This design comes from an exercise in tuning for small area on the open sky130 flow, not from production work.
No functional check of the RTL was part of any run shown here.

==> design/flow/design.v <==
module cis_ecc (
    input  wire        clk,
    input  wire        rst_n,
    input  wire        wr_valid,
    input  wire [63:0] wr_data,
    input  wire        wr_poison,
    input  wire [15:0] wr_inj,
    output wire         wc_valid,
    output wire  [15:0] wc_check,
    input  wire        rd_valid,
    input  wire [63:0] rd_data,
    input  wire [15:0] rd_check,
    output reg          rr_valid,
    output wire  [63:0] rr_data,
    output wire         rr_ce,
    output wire         rr_ue,
    output wire  [4:0]  rr_sym
);
    wire we_0 = wr_data[50] ^ wr_data[54];
    wire we_1 = wr_data[23] ^ wr_data[39];
    wire we_2 = wr_data[22] ^ wr_data[38];
    wire we_3 = wr_data[17] ^ wr_data[21];
    wire we_4 = wr_data[15] ^ wr_data[55];
    wire we_5 = wr_data[13] ^ wr_data[53];
    wire we_6 = wr_data[48] ^ wr_data[52];
    wire we_7 = wr_data[18] ^ we_2;
    wire we_8 = wr_data[16] ^ wr_data[20];
    wire we_9 = wr_data[9] ^ we_5;
    wire we_10 = wr_data[14] ^ we_0;
    wire we_11 = wr_data[6] ^ wr_data[34];
    wire we_12 = wr_data[5] ^ wr_data[49];
    wire we_13 = wr_data[0] ^ wr_data[36];
    wire we_14 = wr_data[47] ^ wr_data[62];
    wire we_15 = wr_data[12] ^ we_1;
    wire we_16 = wr_data[51] ^ we_4;
    wire we_17 = wr_data[32] ^ we_6;
    wire we_18 = wr_data[37] ^ we_3;
    wire we_19 = wr_data[2] ^ we_7;
    wire we_20 = wr_data[11] ^ wr_data[27];
    wire we_21 = wr_data[4] ^ wr_data[58];
    wire we_22 = wr_data[46] ^ wr_data[61];
    wire we_23 = wr_data[19] ^ wr_data[63];
    wire we_24 = we_8 ^ we_22;
    wire we_25 = wr_data[1] ^ we_14;
    wire we_26 = wr_data[33] ^ we_12;
    wire we_27 = wr_data[57] ^ we_9;
    wire we_28 = wr_data[10] ^ we_10;
    wire we_29 = wr_data[8] ^ wr_data[45];
    wire we_30 = wr_data[7] ^ wr_data[35];
    wire we_31 = wr_data[28] ^ wr_data[60];
    wire we_32 = wr_data[43] ^ we_20;
    wire we_33 = wr_data[59] ^ we_26;
    wire we_34 = we_13 ^ we_17;
    wire we_35 = wr_data[30] ^ we_19;
    wire we_36 = we_15 ^ we_33;
    wire we_37 = wr_data[40] ^ wr_data[44];
    wire we_38 = wr_data[3] ^ wr_data[25];
    wire we_39 = wr_data[26] ^ wr_data[42];
    wire we_40 = wr_data[29] ^ we_23;
    wire we_41 = wr_data[49] ^ we_21;
    wire we_42 = wr_data[41] ^ we_29;
    wire we_43 = wr_data[31] ^ we_1;
    wire we_44 = we_18 ^ we_25;
    wire we_45 = we_11 ^ we_16;
    wire we_46 = we_24 ^ we_31;
    wire we_47 = we_18 ^ we_27;
    wire we_48 = wr_data[11] ^ wr_data[56];
    wire we_49 = wr_data[4] ^ wr_data[56];
    wire we_50 = wr_data[13] ^ wr_data[28];
    wire we_51 = wr_data[24] ^ wr_data[63];
    wire we_52 = wr_data[6] ^ wr_data[44];
    wire we_53 = wr_data[27] ^ wr_data[38];
    wire we_54 = wr_data[29] ^ wr_data[45];
    wire we_55 = wr_data[35] ^ wr_data[47];
    wire we_56 = wr_data[14] ^ wr_data[54];
    wire we_57 = we_13 ^ we_53;
    wire we_58 = wr_data[24] ^ we_49;
    wire we_59 = wr_data[0] ^ we_48;
    wire we_60 = we_30 ^ we_38;
    wire we_61 = we_0 ^ we_50;
    wire we_62 = wr_data[19] ^ we_4;
    wire we_63 = we_24 ^ we_39;
    wire we_64 = wr_data[59] ^ we_16;
    wire we_65 = we_32 ^ we_51;
    wire we_66 = wr_data[60] ^ we_60;
    wire we_67 = we_41 ^ we_55;
    wire we_68 = we_40 ^ we_61;
    wire we_69 = wr_data[3] ^ we_43;
    wire we_70 = we_6 ^ we_42;
    wire we_71 = we_8 ^ we_58;
    wire we_72 = we_3 ^ we_25;
    wire we_73 = wr_data[21] ^ we_17;
    wire we_74 = we_15 ^ we_65;
    wire we_75 = we_28 ^ we_44;
    wire we_76 = we_46 ^ we_52;
    wire we_77 = we_7 ^ we_34;
    wire we_78 = we_9 ^ we_63;
    wire we_79 = we_11 ^ we_35;
    wire we_80 = wr_data[53] ^ we_36;
    wire we_81 = wr_data[8] ^ wr_data[12];
    wire we_82 = we_31 ^ we_37;
    wire we_83 = we_81 ^ we_82;
    wire we_84 = we_71 ^ we_34;
    wire we_85 = we_83 ^ we_84;
    wire we_86 = wr_data[1] ^ wr_data[25];
    wire we_87 = wr_data[41] ^ wr_data[61];
    wire we_88 = we_54 ^ we_86;
    wire we_89 = we_87 ^ we_26;
    wire we_90 = we_88 ^ we_89;
    wire we_91 = we_47 ^ we_90;
    wire we_92 = wr_data[46] ^ wr_data[58];
    wire we_93 = wr_data[62] ^ we_39;
    wire we_94 = we_92 ^ we_93;
    wire we_95 = we_28 ^ we_94;
    wire we_96 = we_95 ^ we_79;
    wire we_97 = wr_data[47] ^ we_23;
    wire we_98 = we_30 ^ we_32;
    wire we_99 = we_97 ^ we_64;
    wire we_100 = we_69 ^ we_98;
    wire we_101 = we_99 ^ we_100;
    wire we_102 = wr_data[36] ^ wr_data[42];
    wire we_103 = we_12 ^ we_20;
    wire we_104 = we_102 ^ we_103;
    wire we_105 = we_68 ^ we_70;
    wire we_106 = we_71 ^ we_19;
    wire we_107 = we_45 ^ we_104;
    wire we_108 = we_105 ^ we_106;
    wire we_109 = we_107 ^ we_108;
    wire we_110 = wr_data[15] ^ wr_data[16];
    wire we_111 = wr_data[34] ^ wr_data[46];
    wire we_112 = we_56 ^ we_110;
    wire we_113 = we_111 ^ we_112;
    wire we_114 = we_66 ^ we_70;
    wire we_115 = we_113 ^ we_74;
    wire we_116 = we_35 ^ we_47;
    wire we_117 = we_114 ^ we_115;
    wire we_118 = we_116 ^ we_117;
    wire we_119 = wr_data[10] ^ wr_data[17];
    wire we_120 = wr_data[40] ^ we_38;
    wire we_121 = we_56 ^ we_119;
    wire we_122 = we_43 ^ we_62;
    wire we_123 = we_120 ^ we_121;
    wire we_124 = we_67 ^ we_122;
    wire we_125 = we_123 ^ we_78;
    wire we_126 = we_77 ^ we_124;
    wire we_127 = we_125 ^ we_126;
    wire we_128 = wr_data[4] ^ wr_data[18];
    wire we_129 = wr_data[26] ^ wr_data[28];
    wire we_130 = wr_data[41] ^ wr_data[48];
    wire we_131 = we_37 ^ we_128;
    wire we_132 = we_129 ^ we_130;
    wire we_133 = we_32 ^ we_62;
    wire we_134 = we_131 ^ we_132;
    wire we_135 = we_133 ^ we_134;
    wire we_136 = we_75 ^ we_135;
    wire we_137 = we_80 ^ we_136;
    wire we_138 = wr_data[16] ^ wr_data[23];
    wire we_139 = wr_data[43] ^ wr_data[48];
    wire we_140 = we_30 ^ we_138;
    wire we_141 = we_139 ^ we_57;
    wire we_142 = we_140 ^ we_72;
    wire we_143 = we_27 ^ we_28;
    wire we_144 = we_45 ^ we_141;
    wire we_145 = we_142 ^ we_143;
    wire we_146 = we_144 ^ we_145;
    wire we_147 = wr_data[20] ^ wr_data[37];
    wire we_148 = wr_data[50] ^ we_11;
    wire we_149 = we_14 ^ we_37;
    wire we_150 = we_147 ^ we_41;
    wire we_151 = we_148 ^ we_149;
    wire we_152 = we_73 ^ we_19;
    wire we_153 = we_27 ^ we_150;
    wire we_154 = we_151 ^ we_74;
    wire we_155 = we_152 ^ we_153;
    wire we_156 = we_154 ^ we_155;
    wire we_157 = wr_data[36] ^ wr_data[51];
    wire we_158 = we_2 ^ we_5;
    wire we_159 = we_21 ^ we_23;
    wire we_160 = we_157 ^ we_42;
    wire we_161 = we_158 ^ we_159;
    wire we_162 = we_66 ^ we_73;
    wire we_163 = we_28 ^ we_160;
    wire we_164 = we_161 ^ we_36;
    wire we_165 = we_162 ^ we_163;
    wire we_166 = we_164 ^ we_165;
    wire we_167 = wr_data[8] ^ wr_data[22];
    wire we_168 = wr_data[37] ^ wr_data[52];
    wire we_169 = we_167 ^ we_168;
    wire we_170 = we_10 ^ we_59;
    wire we_171 = we_169 ^ we_45;
    wire we_172 = we_170 ^ we_78;
    wire we_173 = we_36 ^ we_171;
    wire we_174 = we_172 ^ we_173;
    wire we_175 = wr_data[7] ^ wr_data[26];
    wire we_176 = wr_data[33] ^ wr_data[57];
    wire we_177 = wr_data[61] ^ we_29;
    wire we_178 = we_175 ^ we_176;
    wire we_179 = we_177 ^ we_178;
    wire we_180 = we_68 ^ we_69;
    wire we_181 = we_72 ^ we_34;
    wire we_182 = we_179 ^ we_180;
    wire we_183 = we_181 ^ we_79;
    wire we_184 = we_182 ^ we_183;
    wire we_185 = wr_data[26] ^ wr_data[45];
    wire we_186 = wr_data[51] ^ wr_data[55];
    wire we_187 = we_185 ^ we_186;
    wire we_188 = we_10 ^ we_57;
    wire we_189 = we_187 ^ we_67;
    wire we_190 = we_188 ^ we_76;
    wire we_191 = we_47 ^ we_189;
    wire we_192 = we_190 ^ we_191;
    wire we_193 = wr_data[5] ^ wr_data[7];
    wire we_194 = wr_data[24] ^ wr_data[27];
    wire we_195 = wr_data[39] ^ we_21;
    wire we_196 = we_54 ^ we_193;
    wire we_197 = we_194 ^ we_195;
    wire we_198 = we_196 ^ we_64;
    wire we_199 = we_46 ^ we_197;
    wire we_200 = we_75 ^ we_77;
    wire we_201 = we_198 ^ we_199;
    wire we_202 = we_200 ^ we_201;
    wire we_203 = wr_data[25] ^ wr_data[32];
    wire we_204 = we_203 ^ we_16;
    wire we_205 = we_40 ^ we_59;
    wire we_206 = we_44 ^ we_204;
    wire we_207 = we_205 ^ we_76;
    wire we_208 = we_35 ^ we_206;
    wire we_209 = we_80 ^ we_207;
    wire we_210 = we_208 ^ we_209;
    wire [15:0] w_enc = {we_210, we_202, we_192, we_184, we_174, we_166, we_156, we_146, we_137, we_127, we_118, we_109, we_101, we_96, we_91, we_85};
    wire [15:0] w_chk = w_enc ^ wr_inj ^ {11'd0, wr_poison, 3'd0, wr_poison};
    assign wc_valid = wr_valid & rst_n;
    assign wc_check = w_chk;
    wire rs_0 = rd_data[50] ^ rd_data[54];
    wire rs_1 = rd_data[23] ^ rd_data[39];
    wire rs_2 = rd_data[22] ^ rd_data[38];
    wire rs_3 = rd_data[17] ^ rd_data[21];
    wire rs_4 = rd_data[15] ^ rd_data[55];
    wire rs_5 = rd_data[13] ^ rd_data[53];
    wire rs_6 = rd_data[48] ^ rd_data[52];
    wire rs_7 = rd_data[18] ^ rs_2;
    wire rs_8 = rd_data[16] ^ rd_data[20];
    wire rs_9 = rd_data[9] ^ rs_5;
    wire rs_10 = rd_data[14] ^ rs_0;
    wire rs_11 = rd_data[6] ^ rd_data[34];
    wire rs_12 = rd_data[5] ^ rd_data[49];
    wire rs_13 = rd_data[0] ^ rd_data[36];
    wire rs_14 = rd_data[47] ^ rd_data[62];
    wire rs_15 = rd_data[12] ^ rs_1;
    wire rs_16 = rd_data[51] ^ rs_4;
    wire rs_17 = rd_data[32] ^ rs_6;
    wire rs_18 = rd_data[37] ^ rs_3;
    wire rs_19 = rd_data[2] ^ rs_7;
    wire rs_20 = rd_data[11] ^ rd_data[27];
    wire rs_21 = rd_data[4] ^ rd_data[58];
    wire rs_22 = rd_data[46] ^ rd_data[61];
    wire rs_23 = rd_data[19] ^ rd_data[63];
    wire rs_24 = rs_8 ^ rs_22;
    wire rs_25 = rd_data[1] ^ rs_14;
    wire rs_26 = rd_data[33] ^ rs_12;
    wire rs_27 = rd_data[57] ^ rs_9;
    wire rs_28 = rd_data[10] ^ rs_10;
    wire rs_29 = rd_data[8] ^ rd_data[45];
    wire rs_30 = rd_data[7] ^ rd_data[35];
    wire rs_31 = rd_data[28] ^ rd_data[60];
    wire rs_32 = rd_data[43] ^ rs_20;
    wire rs_33 = rd_data[59] ^ rs_26;
    wire rs_34 = rs_13 ^ rs_17;
    wire rs_35 = rd_data[30] ^ rs_19;
    wire rs_36 = rs_15 ^ rs_33;
    wire rs_37 = rd_data[40] ^ rd_data[44];
    wire rs_38 = rd_data[3] ^ rd_data[25];
    wire rs_39 = rd_data[26] ^ rd_data[42];
    wire rs_40 = rd_data[29] ^ rs_23;
    wire rs_41 = rd_data[49] ^ rs_21;
    wire rs_42 = rd_data[41] ^ rs_29;
    wire rs_43 = rd_data[31] ^ rs_1;
    wire rs_44 = rs_18 ^ rs_25;
    wire rs_45 = rs_11 ^ rs_16;
    wire rs_46 = rs_24 ^ rs_31;
    wire rs_47 = rs_18 ^ rs_27;
    wire rs_48 = rd_data[11] ^ rd_data[56];
    wire rs_49 = rd_data[4] ^ rd_data[56];
    wire rs_50 = rd_data[13] ^ rd_data[28];
    wire rs_51 = rd_data[24] ^ rd_data[63];
    wire rs_52 = rd_data[6] ^ rd_data[44];
    wire rs_53 = rd_data[27] ^ rd_data[38];
    wire rs_54 = rd_data[29] ^ rd_data[45];
    wire rs_55 = rd_data[35] ^ rd_data[47];
    wire rs_56 = rd_data[14] ^ rd_data[54];
    wire rs_57 = rs_13 ^ rs_53;
    wire rs_58 = rd_data[24] ^ rs_49;
    wire rs_59 = rd_data[0] ^ rs_48;
    wire rs_60 = rs_30 ^ rs_38;
    wire rs_61 = rs_0 ^ rs_50;
    wire rs_62 = rd_data[19] ^ rs_4;
    wire rs_63 = rs_24 ^ rs_39;
    wire rs_64 = rd_data[59] ^ rs_16;
    wire rs_65 = rs_32 ^ rs_51;
    wire rs_66 = rd_data[60] ^ rs_60;
    wire rs_67 = rs_41 ^ rs_55;
    wire rs_68 = rs_40 ^ rs_61;
    wire rs_69 = rd_data[3] ^ rs_43;
    wire rs_70 = rs_6 ^ rs_42;
    wire rs_71 = rs_8 ^ rs_58;
    wire rs_72 = rs_3 ^ rs_25;
    wire rs_73 = rd_data[21] ^ rs_17;
    wire rs_74 = rs_15 ^ rs_65;
    wire rs_75 = rs_28 ^ rs_44;
    wire rs_76 = rs_46 ^ rs_52;
    wire rs_77 = rs_7 ^ rs_34;
    wire rs_78 = rs_9 ^ rs_63;
    wire rs_79 = rs_11 ^ rs_35;
    wire rs_80 = rd_data[53] ^ rs_36;
    wire rs_81 = rd_check[0] ^ rd_data[8];
    wire rs_82 = rd_data[12] ^ rs_31;
    wire rs_83 = rs_37 ^ rs_81;
    wire rs_84 = rs_82 ^ rs_83;
    wire rs_85 = rs_71 ^ rs_34;
    wire rs_86 = rs_84 ^ rs_85;
    wire rs_87 = rd_data[1] ^ rd_check[1];
    wire rs_88 = rd_data[25] ^ rd_data[41];
    wire rs_89 = rd_data[61] ^ rs_54;
    wire rs_90 = rs_87 ^ rs_88;
    wire rs_91 = rs_26 ^ rs_89;
    wire rs_92 = rs_90 ^ rs_91;
    wire rs_93 = rs_47 ^ rs_92;
    wire rs_94 = rd_check[2] ^ rd_data[46];
    wire rs_95 = rd_data[58] ^ rd_data[62];
    wire rs_96 = rs_39 ^ rs_94;
    wire rs_97 = rs_95 ^ rs_96;
    wire rs_98 = rs_28 ^ rs_97;
    wire rs_99 = rs_98 ^ rs_79;
    wire rs_100 = rd_check[3] ^ rd_data[47];
    wire rs_101 = rs_23 ^ rs_30;
    wire rs_102 = rs_100 ^ rs_32;
    wire rs_103 = rs_101 ^ rs_64;
    wire rs_104 = rs_69 ^ rs_102;
    wire rs_105 = rs_103 ^ rs_104;
    wire rs_106 = rd_data[36] ^ rd_data[42];
    wire rs_107 = rd_check[4] ^ rs_12;
    wire rs_108 = rs_20 ^ rs_106;
    wire rs_109 = rs_107 ^ rs_108;
    wire rs_110 = rs_68 ^ rs_70;
    wire rs_111 = rs_71 ^ rs_19;
    wire rs_112 = rs_45 ^ rs_109;
    wire rs_113 = rs_110 ^ rs_111;
    wire rs_114 = rs_112 ^ rs_113;
    wire rs_115 = rd_data[15] ^ rd_data[16];
    wire rs_116 = rd_data[34] ^ rd_data[46];
    wire rs_117 = rd_check[5] ^ rs_56;
    wire rs_118 = rs_115 ^ rs_116;
    wire rs_119 = rs_117 ^ rs_118;
    wire rs_120 = rs_66 ^ rs_70;
    wire rs_121 = rs_119 ^ rs_74;
    wire rs_122 = rs_35 ^ rs_47;
    wire rs_123 = rs_120 ^ rs_121;
    wire rs_124 = rs_122 ^ rs_123;
    wire rs_125 = rd_data[10] ^ rd_data[17];
    wire rs_126 = rd_data[40] ^ rd_check[6];
    wire rs_127 = rs_56 ^ rs_38;
    wire rs_128 = rs_125 ^ rs_126;
    wire rs_129 = rs_62 ^ rs_43;
    wire rs_130 = rs_127 ^ rs_128;
    wire rs_131 = rs_67 ^ rs_129;
    wire rs_132 = rs_130 ^ rs_77;
    wire rs_133 = rs_78 ^ rs_131;
    wire rs_134 = rs_132 ^ rs_133;
    wire rs_135 = rd_data[4] ^ rd_data[18];
    wire rs_136 = rd_data[26] ^ rd_data[28];
    wire rs_137 = rd_data[41] ^ rd_data[48];
    wire rs_138 = rd_check[7] ^ rs_37;
    wire rs_139 = rs_135 ^ rs_136;
    wire rs_140 = rs_137 ^ rs_62;
    wire rs_141 = rs_32 ^ rs_138;
    wire rs_142 = rs_139 ^ rs_140;
    wire rs_143 = rs_141 ^ rs_75;
    wire rs_144 = rs_142 ^ rs_80;
    wire rs_145 = rs_143 ^ rs_144;
    wire rs_146 = rd_data[16] ^ rd_data[23];
    wire rs_147 = rd_data[43] ^ rd_data[48];
    wire rs_148 = rd_check[8] ^ rs_30;
    wire rs_149 = rs_146 ^ rs_147;
    wire rs_150 = rs_57 ^ rs_148;
    wire rs_151 = rs_149 ^ rs_72;
    wire rs_152 = rs_27 ^ rs_28;
    wire rs_153 = rs_45 ^ rs_150;
    wire rs_154 = rs_151 ^ rs_152;
    wire rs_155 = rs_153 ^ rs_154;
    wire rs_156 = rd_data[20] ^ rd_data[37];
    wire rs_157 = rd_data[50] ^ rd_check[9];
    wire rs_158 = rs_11 ^ rs_14;
    wire rs_159 = rs_37 ^ rs_156;
    wire rs_160 = rs_157 ^ rs_41;
    wire rs_161 = rs_158 ^ rs_159;
    wire rs_162 = rs_73 ^ rs_19;
    wire rs_163 = rs_27 ^ rs_160;
    wire rs_164 = rs_161 ^ rs_74;
    wire rs_165 = rs_162 ^ rs_163;
    wire rs_166 = rs_164 ^ rs_165;
    wire rs_167 = rd_data[36] ^ rd_data[51];
    wire rs_168 = rd_check[10] ^ rs_2;
    wire rs_169 = rs_5 ^ rs_21;
    wire rs_170 = rs_23 ^ rs_167;
    wire rs_171 = rs_42 ^ rs_168;
    wire rs_172 = rs_169 ^ rs_170;
    wire rs_173 = rs_66 ^ rs_73;
    wire rs_174 = rs_28 ^ rs_171;
    wire rs_175 = rs_172 ^ rs_36;
    wire rs_176 = rs_173 ^ rs_174;
    wire rs_177 = rs_175 ^ rs_176;
    wire rs_178 = rd_data[8] ^ rd_data[22];
    wire rs_179 = rd_data[37] ^ rd_data[52];
    wire rs_180 = rd_check[11] ^ rs_178;
    wire rs_181 = rs_179 ^ rs_59;
    wire rs_182 = rs_10 ^ rs_180;
    wire rs_183 = rs_45 ^ rs_181;
    wire rs_184 = rs_182 ^ rs_78;
    wire rs_185 = rs_36 ^ rs_183;
    wire rs_186 = rs_184 ^ rs_185;
    wire rs_187 = rd_data[7] ^ rd_data[26];
    wire rs_188 = rd_data[33] ^ rd_data[57];
    wire rs_189 = rd_data[61] ^ rd_check[12];
    wire rs_190 = rs_29 ^ rs_187;
    wire rs_191 = rs_188 ^ rs_189;
    wire rs_192 = rs_190 ^ rs_191;
    wire rs_193 = rs_68 ^ rs_69;
    wire rs_194 = rs_72 ^ rs_34;
    wire rs_195 = rs_192 ^ rs_193;
    wire rs_196 = rs_194 ^ rs_79;
    wire rs_197 = rs_195 ^ rs_196;
    wire rs_198 = rd_data[26] ^ rd_data[45];
    wire rs_199 = rd_data[51] ^ rd_data[55];
    wire rs_200 = rd_check[13] ^ rs_198;
    wire rs_201 = rs_199 ^ rs_57;
    wire rs_202 = rs_10 ^ rs_200;
    wire rs_203 = rs_67 ^ rs_201;
    wire rs_204 = rs_202 ^ rs_76;
    wire rs_205 = rs_47 ^ rs_203;
    wire rs_206 = rs_204 ^ rs_205;
    wire rs_207 = rd_data[5] ^ rd_data[7];
    wire rs_208 = rd_data[24] ^ rd_data[27];
    wire rs_209 = rd_data[39] ^ rd_check[14];
    wire rs_210 = rs_54 ^ rs_21;
    wire rs_211 = rs_207 ^ rs_208;
    wire rs_212 = rs_209 ^ rs_210;
    wire rs_213 = rs_211 ^ rs_64;
    wire rs_214 = rs_46 ^ rs_212;
    wire rs_215 = rs_75 ^ rs_77;
    wire rs_216 = rs_213 ^ rs_214;
    wire rs_217 = rs_215 ^ rs_216;
    wire rs_218 = rd_data[25] ^ rd_data[32];
    wire rs_219 = rd_check[15] ^ rs_218;
    wire rs_220 = rs_59 ^ rs_16;
    wire rs_221 = rs_40 ^ rs_219;
    wire rs_222 = rs_44 ^ rs_220;
    wire rs_223 = rs_221 ^ rs_76;
    wire rs_224 = rs_35 ^ rs_222;
    wire rs_225 = rs_80 ^ rs_223;
    wire rs_226 = rs_224 ^ rs_225;
    wire [15:0] syn_in = {rs_226, rs_217, rs_206, rs_197, rs_186, rs_177, rs_166, rs_155, rs_145, rs_134, rs_124, rs_114, rs_105, rs_99, rs_93, rs_86};
    reg [15:0] syn;
    reg [63:0] r1_data;
    always @(posedge clk) begin
        if (!rst_n) rr_valid <= 1'b0;
        else        rr_valid <= rd_valid;
        r1_data <= rd_data;
        syn     <= syn_in;
    end
    wire [3:0] s0 = syn[3:0], s1 = syn[7:4], s2 = syn[11:8], s3 = syn[15:12];
    wire nz0 = |s0, nz1 = |s1, nz2 = |s2, nz3 = |s3;
    reg [3:0] s0i;
    always @(*) begin
        case (s0)
            4'd0: s0i = 4'd0;
            4'd1: s0i = 4'd1;
            4'd2: s0i = 4'd9;
            4'd3: s0i = 4'd14;
            4'd4: s0i = 4'd13;
            4'd5: s0i = 4'd11;
            4'd6: s0i = 4'd7;
            4'd7: s0i = 4'd6;
            4'd8: s0i = 4'd15;
            4'd9: s0i = 4'd2;
            4'd10: s0i = 4'd12;
            4'd11: s0i = 4'd5;
            4'd12: s0i = 4'd10;
            4'd13: s0i = 4'd4;
            4'd14: s0i = 4'd3;
            4'd15: s0i = 4'd8;
        endcase
    end
    wire r1_0 = (s1[0] & s0i[0]) ^ (s1[1] & s0i[3]) ^ (s1[2] & s0i[2]) ^ (s1[3] & s0i[1]);
    wire r1_1 = (s1[0] & s0i[1]) ^ (s1[1] & s0i[0]) ^ (s1[1] & s0i[3]) ^ (s1[2] & s0i[2]) ^ (s1[2] & s0i[3]) ^ (s1[3] & s0i[1]) ^ (s1[3] & s0i[2]);
    wire r1_2 = (s1[0] & s0i[2]) ^ (s1[1] & s0i[1]) ^ (s1[2] & s0i[0]) ^ (s1[2] & s0i[3]) ^ (s1[3] & s0i[2]) ^ (s1[3] & s0i[3]);
    wire r1_3 = (s1[0] & s0i[3]) ^ (s1[1] & s0i[2]) ^ (s1[2] & s0i[1]) ^ (s1[3] & s0i[0]) ^ (s1[3] & s0i[3]);
    wire [3:0] r1 = {r1_3, r1_2, r1_1, r1_0};
    wire r2_0 = (s2[0] & s0i[0]) ^ (s2[1] & s0i[3]) ^ (s2[2] & s0i[2]) ^ (s2[3] & s0i[1]);
    wire r2_1 = (s2[0] & s0i[1]) ^ (s2[1] & s0i[0]) ^ (s2[1] & s0i[3]) ^ (s2[2] & s0i[2]) ^ (s2[2] & s0i[3]) ^ (s2[3] & s0i[1]) ^ (s2[3] & s0i[2]);
    wire r2_2 = (s2[0] & s0i[2]) ^ (s2[1] & s0i[1]) ^ (s2[2] & s0i[0]) ^ (s2[2] & s0i[3]) ^ (s2[3] & s0i[2]) ^ (s2[3] & s0i[3]);
    wire r2_3 = (s2[0] & s0i[3]) ^ (s2[1] & s0i[2]) ^ (s2[2] & s0i[1]) ^ (s2[3] & s0i[0]) ^ (s2[3] & s0i[3]);
    wire [3:0] r2 = {r2_3, r2_2, r2_1, r2_0};
    wire r3_0 = (s3[0] & s0i[0]) ^ (s3[1] & s0i[3]) ^ (s3[2] & s0i[2]) ^ (s3[3] & s0i[1]);
    wire r3_1 = (s3[0] & s0i[1]) ^ (s3[1] & s0i[0]) ^ (s3[1] & s0i[3]) ^ (s3[2] & s0i[2]) ^ (s3[2] & s0i[3]) ^ (s3[3] & s0i[1]) ^ (s3[3] & s0i[2]);
    wire r3_2 = (s3[0] & s0i[2]) ^ (s3[1] & s0i[1]) ^ (s3[2] & s0i[0]) ^ (s3[2] & s0i[3]) ^ (s3[3] & s0i[2]) ^ (s3[3] & s0i[3]);
    wire r3_3 = (s3[0] & s0i[3]) ^ (s3[1] & s0i[2]) ^ (s3[2] & s0i[1]) ^ (s3[3] & s0i[0]) ^ (s3[3] & s0i[3]);
    wire [3:0] r3 = {r3_3, r3_2, r3_1, r3_0};
    wire m0 = nz0 & (r1 == 4'd4) & (r2 == 4'd9) & (r3 == 4'd15);
    wire m1 = nz0 & (r1 == 4'd13) & (r2 == 4'd6) & (r3 == 4'd6);
    wire m2 = nz0 & (r1 == 4'd3) & (r2 == 4'd12) & (r3 == 4'd1);
    wire m3 = nz0 & (r1 == 4'd10) & (r2 == 4'd14) & (r3 == 4'd8);
    wire m4 = nz0 & (r1 == 4'd7) & (r2 == 4'd9) & (r3 == 4'd14);
    wire m5 = nz0 & (r1 == 4'd5) & (r2 == 4'd10) & (r3 == 4'd14);
    wire m6 = nz0 & (r1 == 4'd3) & (r2 == 4'd2) & (r3 == 4'd4);
    wire m7 = nz0 & (r1 == 4'd9) & (r2 == 4'd0) & (r3 == 4'd15);
    wire m8 = nz0 & (r1 == 4'd4) & (r2 == 4'd6) & (r3 == 4'd13);
    wire m9 = nz0 & (r1 == 4'd5) & (r2 == 4'd5) & (r3 == 4'd7);
    wire m10 = nz0 & (r1 == 4'd12) & (r2 == 4'd2) & (r3 == 4'd0);
    wire m11 = nz0 & (r1 == 4'd8) & (r2 == 4'd2) & (r3 == 4'd10);
    wire m12 = nz0 & (r1 == 4'd15) & (r2 == 4'd7) & (r3 == 4'd5);
    wire m13 = nz0 & (r1 == 4'd7) & (r2 == 4'd14) & (r3 == 4'd5);
    wire m14 = nz0 & (r1 == 4'd1) & (r2 == 4'd8) & (r3 == 4'd8);
    wire m15 = nz0 & (r1 == 4'd2) & (r2 == 4'd4) & (r3 == 4'd14);
    wire m16 = nz0 & ~nz1 & ~nz2 & ~nz3;
    wire m17 = ~nz0 & nz1 & ~nz2 & ~nz3;
    wire m18 = ~nz0 & ~nz1 & nz2 & ~nz3;
    wire m19 = ~nz0 & ~nz1 & ~nz2 & nz3;
    wire [19:0] match = {m19, m18, m17, m16, m15, m14, m13, m12, m11, m10, m9, m8, m7, m6, m5, m4, m3, m2, m1, m0};
    wire ce = |match;
    wire ue = (nz0 | nz1 | nz2 | nz3) & ~ce;
    wire [4:0] sy;
    assign sy[0] = m1 | m3 | m5 | m7 | m9 | m11 | m13 | m15 | m17 | m19;
    assign sy[1] = m2 | m3 | m6 | m7 | m10 | m11 | m14 | m15 | m18 | m19;
    assign sy[2] = m4 | m5 | m6 | m7 | m12 | m13 | m14 | m15;
    assign sy[3] = m8 | m9 | m10 | m11 | m12 | m13 | m14 | m15;
    assign sy[4] = m16 | m17 | m18 | m19;
    wire [63:0] fix = {{4{m15}} & s0, {4{m14}} & s0, {4{m13}} & s0, {4{m12}} & s0, {4{m11}} & s0, {4{m10}} & s0, {4{m9}} & s0, {4{m8}} & s0, {4{m7}} & s0, {4{m6}} & s0, {4{m5}} & s0, {4{m4}} & s0, {4{m3}} & s0, {4{m2}} & s0, {4{m1}} & s0, {4{m0}} & s0};
    wire [63:0] cor = r1_data ^ fix;
    assign rr_data  = cor;
    assign rr_ce    = ce;
    assign rr_ue    = ue;
    assign rr_sym   = sy;
endmodule
==> design/flow/flow/run.sh <==
#!/bin/bash
# The standard layout, with buf_1 cells as the port buffers (the standard
# flow's default choice, a delay buffer, is larger and slower).
set -euo pipefail
bash standard.sh "BUFFER_PORTS_ARGS=-buffer_cell sky130_fd_sc_hd__buf_1" finish > standard_flow.log 2>&1
==> design/flow/standard.sh <==
#!/bin/bash
# synth_recipe.tcl (not shown) runs the flow's synth.tcl, then flattens the netlist and writes it again
# the make line also repeats each setting of config.mk as NAME=value (left out here)
make -C /OpenROAD-flow-scripts/flow DESIGN_CONFIG=/design/flow/config.mk WORK_HOME=/design/flow/orfs CLKGATE_MAP_FILE= SYNTH_SCRIPT=/design/flow/synth_recipe.tcl "${@:-finish}"
==> design/flow/config.mk <==
export PLATFORM = sky130hd
export DESIGN_NAME = cis_ecc
export DESIGN_NICKNAME = cis_ecc
export VERILOG_FILES = /design/flow/design.v
export SDC_FILE = /design/flow/constraint.sdc
export NUM_CORES = 4
export LEC_CHECK = 0
export CAP_MARGIN = 20
export CORE_MARGIN = 2
export CORE_UTILIZATION = 40
export SLEW_MARGIN = 20
==> design/flow/constraint.sdc <==
create_clock -name core_clock -period 5.5 [get_ports {clk}]
set_input_delay 1.1000 -clock core_clock [delete_from_list [all_inputs] [get_ports {clk}]]
set_output_delay 1.1000 -clock core_clock [all_outputs]
set_load 0.01 [all_outputs]
==> results by group, run 1 <==
Logic synthesis
  – Distinct cell type count of the synthesized netlist: 68
  – Post-synth EDFFs: 0
  – Primary FF master, synth: dfxtp_1
  – Avg Inst Size Synth: 8.76 µm²
  – Net count after synthesis: roughly 1200
  – Sequential area share after synthesis: 0.193
  – Synthesis-stage register bit count: 85
  – Yosys Warn Count: 1
  – Synth Instances: 1009
  – Post-synth ARST share: 0
  – Post-synthesis cell area: 8840 µm²

Min path
  – Worst min-delay path class: primary input to flip-flop
  – Hold Crit Endpoint: r1_data[31]$_DFF_P_
  – HP Start: rd_data[31]
  – Hold path depth: 1

Timing
  – Worst-margin pin slew: ~1.0 ns
  – Final Critical Period: just under 5 ns
  – Count of final hold-check violations: 0
  – TNS Setup: 0 ns
  – Hold_ws: ~0.89 ns
  – Setup Viol. Count Final: 0
  – Crit share post-route: 0.897
  – Slew Viols, Final: 0
  – Rel. slew slack: 0.302
  – RSZ-0062 raised after global routing: no
  – Fmax: slightly above 0.2 GHz

Clock network
  – H-tree depth: 3
  – # Post-CTS Setup Buffers: 0
  – CTS Hold Bufs: 0
  – Clock Path Buffers: 2
  – CTS tree: built
  – Post-cts sizing count: 0
  – CTS sink cnt: between 80 and 90
  – Clock transition at the registers of the reported paths: 0.07 ns
  – CTS Buf Count: 9
  – CTS root buffer: clkbuf_16

Global route
  – Largest net degree at the start of global routing: 20
  – First-pass GRT wire length: 43.0 mm
  – Total gr overflow: 0
  – Antenna violations before repair: 0
  – Gr usage total: 0.237
  – Vias in the first global route: 8029

Worst setup path
  – Critical Path Sink Type: primary output
  – Worst EP arrival: 3.84 ns
  – Worst-path cell chain: buf_4 > mux2_2 > a221oi_2 > xnor2_1 > nor2_2 > nand2_1 > or3_1 > nor2_1 > nand2_1 > xnor2_1 > buf_1
  – CP required: 4.40 ns
  – CP max-delay cell: dfxtp_1
  – Startpoint types: flip-flop
  – Crit path buf inv count: 2
  – CP max FO: 15
  – Crit path largest cell delay: 0.65 ns
  – Critical path class: flip-flop to primary output
  – Kind of cell with the highest combined delay on the critical path: simple AND/OR/NAND/NOR gates

Die
  – Initial core utilization: 0.406
  – Core area: 21800 µm²
  – Horiz. Die Dim: about 150 µm
  – Std-Cell Rows: 54
  – Die area: 23300 µm²
  – Ports: 254
  – Die height: 153 µm

Cells and area
  – FF+latch area: 1700 µm²
  – Multi-input logic area: 6970 µm²
  – Share of cells above drive strength 1: 0.0502
  – Post-layout net count: 1442
  – Area delta synth->final: 19.2%
  – Diode count: 0
  – Fin util: 0.484
  – Fill cells: 2185

Drt
  – Drt wl/cell: 18.1 µm
  – Drt first-iter violations: ~430
  – Drt total wl: 28.1 mm
  – Residual DRC: 0
  – Vias per Instance: 4.99
  – Detailed Routing Iterations Pass 1: 4
  – Via count: 7756
  – Antenna Nets Post-Route: 0

Placed design
  – GP Congestion: 0.964
  – Post-DP HPWL: 23.7 mm
  – Port bufs: between 200 and 300

Flow run
  – Max_cap viols: 0

Run status
  – Status: complete, no violations
-- synth_stat cells (all sizes together) (4+ instances only) --
master  number  area [µm²]
xnor2      434        3820
a221oi       4        76.3
and3         6        37.5
clkbuf      12        46.3
xor2        95         832
buf         15        91.3
nor2b       13        81.3
o21ai       21         105
a21o         5        37.5
o22a         4        35.0
nor3        15        85.1
nand3        8        40.0
a211oi       4        40.0
xnor3       10         225
nor4        18         125
dfxtp       85        1700
a21oi       16        80.1
mux2i        6        60.1
mux2         5        60.1
inv          6        22.5
or3          6        37.5
and2        14        90.1
nor2        31         119
nand2      108         405
ha           7        87.6
nand2b       4        25.0
a22oi        5        37.5
o22ai        6        37.5
o211ai       4        30.0
-- sequential cells by signal, indices dropped and copies added, names as in the netlist --
name / count
rr_valid: 1
r1_data: 64
s0i: 4
syn: 16
-- cell families (layout without fill, tap and decap cells) --
family                     after synthesis  count (layout)  share of synthesized area
AOI/OAI and AO/OA                       86              86                     0.0701
xor gates and xnor gates               541             541                      0.557
adders and majority gates                7               7                    0.00991
buffers and inverters                   33             299                     0.0181
DFF                                     85              85                      0.193
muxes                                   11              11                     0.0136
and+or+nand+nor                        246             246                      0.139
-- worst max-delay path by stage --
stage	cells after the start	endpoint	startpoint
detailed placement	10	rr_data[23]	s0i[2]$_DFF_P_
global route	11	rr_data[23]	s0i[3]$_DFF_P_
CTS	10	rr_data[23]	s0i[2]$_DFF_P_
finish	11	rr_data[22]	s0i[3]$_DFF_P_
floorplan	7	wc_check[15]	wr_data[38]
global placement	11	rr_data[21]	s0i[3]$_DFF_P_
-- layer usage --
layer  global-route usage  up-vias  wire, µm
met3               0.0472       81      2010
met1                0.281     3524     11500
met4                0.114        0      1290
li1                     -     3803         -
met2                0.408      348     13300
met5                    0        -         0
-- per-stage QoR --
stage	setup slack (ns)	std cells	area [µm²]
floorplan	1.58	1009	8840
global placement	0.997	1539	10200
detailed placement	0.955	1539	10200
CTS	0.569	1555	10500
global route	0.239	1555	10500
finish	0.564	1555	10500
-- cells in the final DEF (no fill, tap or decap), types with 3 or more instances in the layout --
| cell | Yosys | routed |
|---|---|---|
| or3_1 | 6 | 6 |
| buf_1 | 5 | 253 |
| o22ai_1 | 6 | 6 |
| nor2b_1 | 13 | 13 |
| nor2_1 | 30 | 30 |
| bufinv_16 | 0 | 3 |
| mux2i_1 | 6 | 6 |
| inv_6 | 0 | 3 |
| nor3_1 | 13 | 13 |
| nand4b_1 | 3 | 3 |
| o21ai_0 | 18 | 18 |
| and3_1 | 6 | 6 |
| buf_4 | 4 | 24 |
| ha_1 | 7 | 7 |
| clkbuf_16 | 0 | 9 |
| xnor3_1 | 10 | 10 |
| mux2_2 | 4 | 4 |
| xnor2_1 | 432 | 432 |
| dfxtp_1 | 85 | 85 |
| nand4_1 | 3 | 3 |
| and2_1 | 12 | 12 |
| inv_1 | 6 | 6 |
| o221ai_1 | 3 | 3 |
| nand2b_1 | 4 | 4 |
| a21o_1 | 5 | 5 |
| a21oi_1 | 16 | 16 |
| a22oi_1 | 5 | 5 |
| nand2_1 | 108 | 108 |
| nor4_1 | 16 | 16 |
| nand3_1 | 8 | 8 |
| o211ai_1 | 4 | 4 |
| o22a_1 | 4 | 4 |
| xor2_1 | 95 | 95 |
| a31oi_1 | 3 | 3 |
| o21ai_1 | 3 | 3 |
-- area by class of cell --
class / instances / share of cell area
repair buffers: 277 / 0.107
well taps: 280 / 0.0333
flip-flops and latches: 85 / 0.162
clock inverters: 7 / 0.0121
multi-input cells: 891 / 0.662
clock buffers: 9 / 0.0214
inverters: 6 / 0.00214
==> run 2, diff against run 1 <==
--- a/design/flow/design.v
+++ b/design/flow/design.v
@@ -11,10 +11,10 @@
     input  wire [63:0] rd_data,
     input  wire [15:0] rd_check,
     output reg          rr_valid,
-    output wire  [63:0] rr_data,
-    output wire         rr_ce,
-    output wire         rr_ue,
-    output wire  [4:0]  rr_sym
+    output reg   [63:0] rr_data,
+    output reg          rr_ce,
+    output reg          rr_ue,
+    output reg   [4:0]  rr_sym
 );
     wire we_0 = wr_data[50] ^ wr_data[54];
     wire we_1 = wr_data[23] ^ wr_data[39];
@@ -458,15 +458,7 @@
     wire rs_224 = rs_35 ^ rs_222;
     wire rs_225 = rs_80 ^ rs_223;
     wire rs_226 = rs_224 ^ rs_225;
-    wire [15:0] syn_in = {rs_226, rs_217, rs_206, rs_197, rs_186, rs_177, rs_166, rs_155, rs_145, rs_134, rs_124, rs_114, rs_105, rs_99, rs_93, rs_86};
-    reg [15:0] syn;
-    reg [63:0] r1_data;
-    always @(posedge clk) begin
-        if (!rst_n) rr_valid <= 1'b0;
-        else        rr_valid <= rd_valid;
-        r1_data <= rd_data;
-        syn     <= syn_in;
-    end
+    wire [15:0] syn = {rs_226, rs_217, rs_206, rs_197, rs_186, rs_177, rs_166, rs_155, rs_145, rs_134, rs_124, rs_114, rs_105, rs_99, rs_93, rs_86};
     wire [3:0] s0 = syn[3:0], s1 = syn[7:4], s2 = syn[11:8], s3 = syn[15:12];
     wire nz0 = |s0, nz1 = |s1, nz2 = |s2, nz3 = |s3;
     reg [3:0] s0i;
@@ -528,16 +520,19 @@
     wire [19:0] match = {m19, m18, m17, m16, m15, m14, m13, m12, m11, m10, m9, m8, m7, m6, m5, m4, m3, m2, m1, m0};
     wire ce = |match;
     wire ue = (nz0 | nz1 | nz2 | nz3) & ~ce;
-    wire [4:0] sy;
-    assign sy[0] = m1 | m3 | m5 | m7 | m9 | m11 | m13 | m15 | m17 | m19;
-    assign sy[1] = m2 | m3 | m6 | m7 | m10 | m11 | m14 | m15 | m18 | m19;
-    assign sy[2] = m4 | m5 | m6 | m7 | m12 | m13 | m14 | m15;
-    assign sy[3] = m8 | m9 | m10 | m11 | m12 | m13 | m14 | m15;
-    assign sy[4] = m16 | m17 | m18 | m19;
+    wire sy0 = m1 | m3 | m5 | m7 | m9 | m11 | m13 | m15 | m17 | m19;
+    wire sy1 = m2 | m3 | m6 | m7 | m10 | m11 | m14 | m15 | m18 | m19;
+    wire sy2 = m4 | m5 | m6 | m7 | m12 | m13 | m14 | m15;
+    wire sy3 = m8 | m9 | m10 | m11 | m12 | m13 | m14 | m15;
+    wire sy4 = m16 | m17 | m18 | m19;
     wire [63:0] fix = {{4{m15}} & s0, {4{m14}} & s0, {4{m13}} & s0, {4{m12}} & s0, {4{m11}} & s0, {4{m10}} & s0, {4{m9}} & s0, {4{m8}} & s0, {4{m7}} & s0, {4{m6}} & s0, {4{m5}} & s0, {4{m4}} & s0, {4{m3}} & s0, {4{m2}} & s0, {4{m1}} & s0, {4{m0}} & s0};
-    wire [63:0] cor = r1_data ^ fix;
-    assign rr_data  = cor;
-    assign rr_ce    = ce;
-    assign rr_ue    = ue;
-    assign rr_sym   = sy;
+    wire [63:0] cor = rd_data ^ fix;
+    always @(posedge clk) begin
+        if (!rst_n) rr_valid <= 1'b0;
+        else        rr_valid <= rd_valid;
+        rr_data <= cor;
+        rr_ce   <= ce;
+        rr_ue   <= ue;
+        rr_sym  <= {sy4, sy3, sy2, sy1, sy0};
+    end
 endmodule
==> design/flow/run.sh (new file) <==
#!/bin/bash
# synth_recipe.tcl (not shown) runs the flow's synth.tcl, then flattens the netlist and writes it again
# the make line also repeats each setting of config.mk as NAME=value (left out here)
make -C /OpenROAD-flow-scripts/flow DESIGN_CONFIG=/design/flow/config.mk WORK_HOME=/design/flow/orfs CLKGATE_MAP_FILE= SYNTH_SCRIPT=/design/flow/synth_recipe.tcl finish
removed: design/flow/flow/run.sh
removed: design/flow/standard.sh
==> run 2 against run 1 <==
  * Maximum frequency is 9.3% lower
  * Critical path type is now primary input to flip-flop
  * Cell count is 13% higher
  * Critical endpoint is now rr_data[27]$_DFF_P_
==> results by group, run 2 <==
Worst setup path
  – CP most frequent cell: buf_6
  – Kind of cell with the highest combined delay on the critical path: XOR/XNOR gates
  – CP startpoint: rd_data[43]
  – Worst-path cell chain: buf_6 > buf_6 > xor3_1 > xnor3_1 > xor3_2 > buf_6 > buf_4 > mux2i_4 > mux2i_4 > buf_6 > xnor2_4 > buf_4 > nor4_4 > o21ai_2 > a211oi_2 > or2_4 > o211ai_1 > buf_4 > nor4_4 > buf_6 > nand2_4 > xnor2_2
  – CP max FO: 5 (-10)
  – Critical path class: primary input to flip-flop
  – Startpoint types: primary input
  – Worst EP arrival: 5.68 ns (+1.84 ns)
  – CP required: 5.74 ns (+1.34 ns)
  – Crit path largest cell delay: 0.50 ns (-0.15 ns)
  – CP max-delay cell: xor3_2
  – Critical Path Sink Type: flip-flop
  – Crit path buf inv count: 8 (+6)

Cells and area
  – Commonest cells after routing, fill and taps aside: 336 x xnor2_1, 295 x buf_4, 214 x clkdlybuf4s50_1
  – Post-route cell area: 15300 µm² (+45%)
  – Post-layout net count: 1654 (+15%)
  – Biggest register: rr_data
  – Fin util: 0.721 (+0.237)
  – Share of cells above drive strength 1: 0.338 (+0.288)
  – Diode count: 0 (unchanged)
  – Largest register FFs: 64 (unchanged)
  – Most common cell after layout, fill and taps aside: xnor2_1
  – Area delta synth->final: 75.4%

Drt
  – Drt wl/cell: 20.0 µm (+11%)
  – Met2 Wirelength: 17.4 mm (+30%)
  – Drt total wl: 35.3 mm (+25%)
  – Residual DRC: 0 (unchanged)
  – Drt first-iter violations: 444 (+2.3%)
  – Routed wl met3: 2.15 mm (+7.0%)
  – Vias per Instance: 4.94 (-1.1%)
  – Detailed Routing Iterations Pass 1: 5 (+1)
  – Via count: 8701 (+12%)
  – Metal-1 WL: 14.4 mm (+25%)
  – DR top layer: met4
  – Antenna Nets Post-Route: 0 (unchanged)

Die
  – Initial core utilization: 0.411 (+0.00517)
  – Ports: 254 (unchanged)
  – Die height: 151 µm (-0.75%)
  – Std-Cell Rows: 53 (-1.9%)
  – Core area: 21200 µm² (-2.8%)
  – Die area: 22900 µm² (-1.5%)
  – Horiz. Die Dim: 151 µm (-0.75%)

Logic synthesis
  – Post-synth top area share: 0.359 (-0.0688)
  – Top post-synthesis cells by area: xnor2_1 36%, dfxtp_1 17%, xnor3_1 12%
  – Distinct cell type count of the synthesized netlist: 68 (unchanged)
  – Primary FF master, synth: dfxtp_1
  – Synthesis-stage register bit count: 72 (-15%)
  – Yosys Warn Count: 1 (unchanged)
  – Net count after synthesis: 1093 (-7.5%)
  – Post-synth top cells: 357 x xnor2_1, 101 x xor2_1, 72 x dfxtp_1, 72 x nand2_1, 55 x nor2_1
  – Sequential area share after synthesis: 0.166 (-0.0269)
  – Post-synthesis cell area: 8700 µm² (-1.5%)
  – Most common cell in the netlist: xnor2_1
  – Post-synth EDFFs: 0 (unchanged)
  – Avg Inst Size Synth: 9.43 µm² (+7.6%)
  – Synth area leader: xnor2_1
  – Post-synth ARST share: 0 (unchanged)
  – Synth Instances: 923 (-8.5%)

Min path
  – Worst min-delay path class: primary input to flip-flop
  – HP Start: rd_data[32]

Clock network
  – CTS Hold Bufs: 0 (unchanged)
  – Clock transition at the registers of the reported paths: 0.06 ns (about the same)
  – H-tree depth: 3 (unchanged)
  – CTS root buffer: clkbuf_16
  – Clock Path Buffers: 2 (unchanged)
  – CTS Buf Count: 9 (unchanged)
  – CTS sink cnt: 72 (-15%)
  – CTS tree: built

Timing
  – Slew Viols, Final: 0 (unchanged)
  – Setup Viol. Count Final: 0 (unchanged)
  – Rel. slew slack: 0.627 (+0.325)
  – Fmax: 0.184 GHz (-9.3%)
  – Hold_ws: 1.05 ns (+0.155 ns)
  – Final Critical Period: 5.44 ns (+0.506 ns)
  – Crit share post-route: 0.989 (+0.0919)
  – RSZ-0062 raised after global routing: yes
  – TNS Setup: 0 ns (unchanged)
  – Worst-margin pin slew: 0.555 ns (-0.484 ns)
  – Count of final hold-check violations: 0 (unchanged)

Placed design
  – Post-DP HPWL: 28.8 mm (+22%)
  – GP Congestion: 0.916 (-5.0%)
  – Placed inst area: 13500 µm² (+33%)
  – Port bufs: 253 (unchanged)

Global route
  – First-pass GRT wire length: 50.2 mm (+17%)
  – Gr usage total: 0.298 (+0.0612)
  – Antenna violations before repair: 0 (unchanged)
  – Total gr overflow: 0 (unchanged)
  – Largest net degree at the start of global routing: 15 (-25%)
  – Vias in the first global route: 8815 (+9.8%)

Flow run
  – Max_cap viols: 0 (unchanged)

Run status
  – Status: complete, no violations
run 2: cell types whose count changed in the layout (fill, tap and decap cells not counted), moves of 18 or more:
cell	before	now
clkdlybuf4s50_1	0	214
nand2_1	108	59
buf_4	24	295
buf_6	0	21
xnor2_1	432	336
dlymetal6s2s_1	0	21
xnor3_1	10	40
xnor2_2	2	20
buf_1	253	0
run 2: final timing paths:
check | end | slack [ns] | depth (start not counted)
setup / recovery | rr_data[27]$_DFF_P_ | 0.06 | 22
hold / removal | rr_data[32]$_DFF_P_ | 1.05 | 3
run 2: repair_timing:
| item | in CTS | in global routing |
|---|---|---|
| endpoints found under the setup margin | 70 | 70 |
| pin swaps | 46 | 72 |
| buffers inserted | 27 | 31 |
| resized for setup | 85 | 167 |
run 2: metrics by stage:
stage          cells  setup slack (ns)
2_1_floorplan    923           -0.0124
4_1_cts         1732          -0.00318
3_5_place_dp    1691            -0.878
3_3_place_gp    1691            -0.813
5_1_grt         1763           -0.0780
6_report        1763            0.0585
run 2: kinds of logic after synthesis:
logic type / synth area share
adders and majority gates: 0.00719
xor gates and xnor gates: 0.608
buffers and inverters: 0.0155
and+or+nand+nor: 0.125
AOI/OAI and AO/OA: 0.0467
muxes: 0.0315
DFF: 0.166
run 2: area by class of cell:
| type | instances | area, µm² |
|---|---|---|
| clock buffer | 11 | 233 |
| inverter | 12 | 50.0 |
| sequential | 72 | 1440 |
| multi-input combinational | 818 | 8090 |
| fill | 1647 | 5900 |
| tap | 275 | 344 |
| timing repair buffer | 571 | 5070 |
| clock inverter | 4 | 22.5 |
run 2: tightest hold or removal path, delay by kind of cell:
kind | cells | cell delay (ns)
xor+xnor | 1 | 0.06
buf+inv | 2 | 0.18
run 2: layer usage:
metal	vias up	global-route usage
li1	4154	-
met1	4160	0.368
met2	317	0.527
met3	70	0.0416
met4	0	0.108
met5	-	0

## what the ideal ports hide
The results above use ideal ports. As a check the final layouts listed here were re-extracted and re-timed, cells and wires unchanged. Step 1 assumes that a clkbuf_16 drives the clock port and a buf_2 every other input. Step 2 moves the port delays by t, midway between the first and last clock arrival at a register: inputs arrive t later, outputs are due t later. That takes back most of the time a late clock gives input paths. a / b / c = ideal ports / drivers / drivers and shift; a / b = the first two.
run	shift t [ns]	setup slack, ns	worst setup path after step 2
run 1	0.389	0.564 / 0.521 / 0.909	register to output
run 2	0.385	0.059 / 0.070 / -0.315	input to register
With both steps, setup timing fails in run 2, where it was met with ideal ports. The setup slack of run 2, which loses most, moves by +0.011 ns with the drivers and by -0.374 ns with both steps.
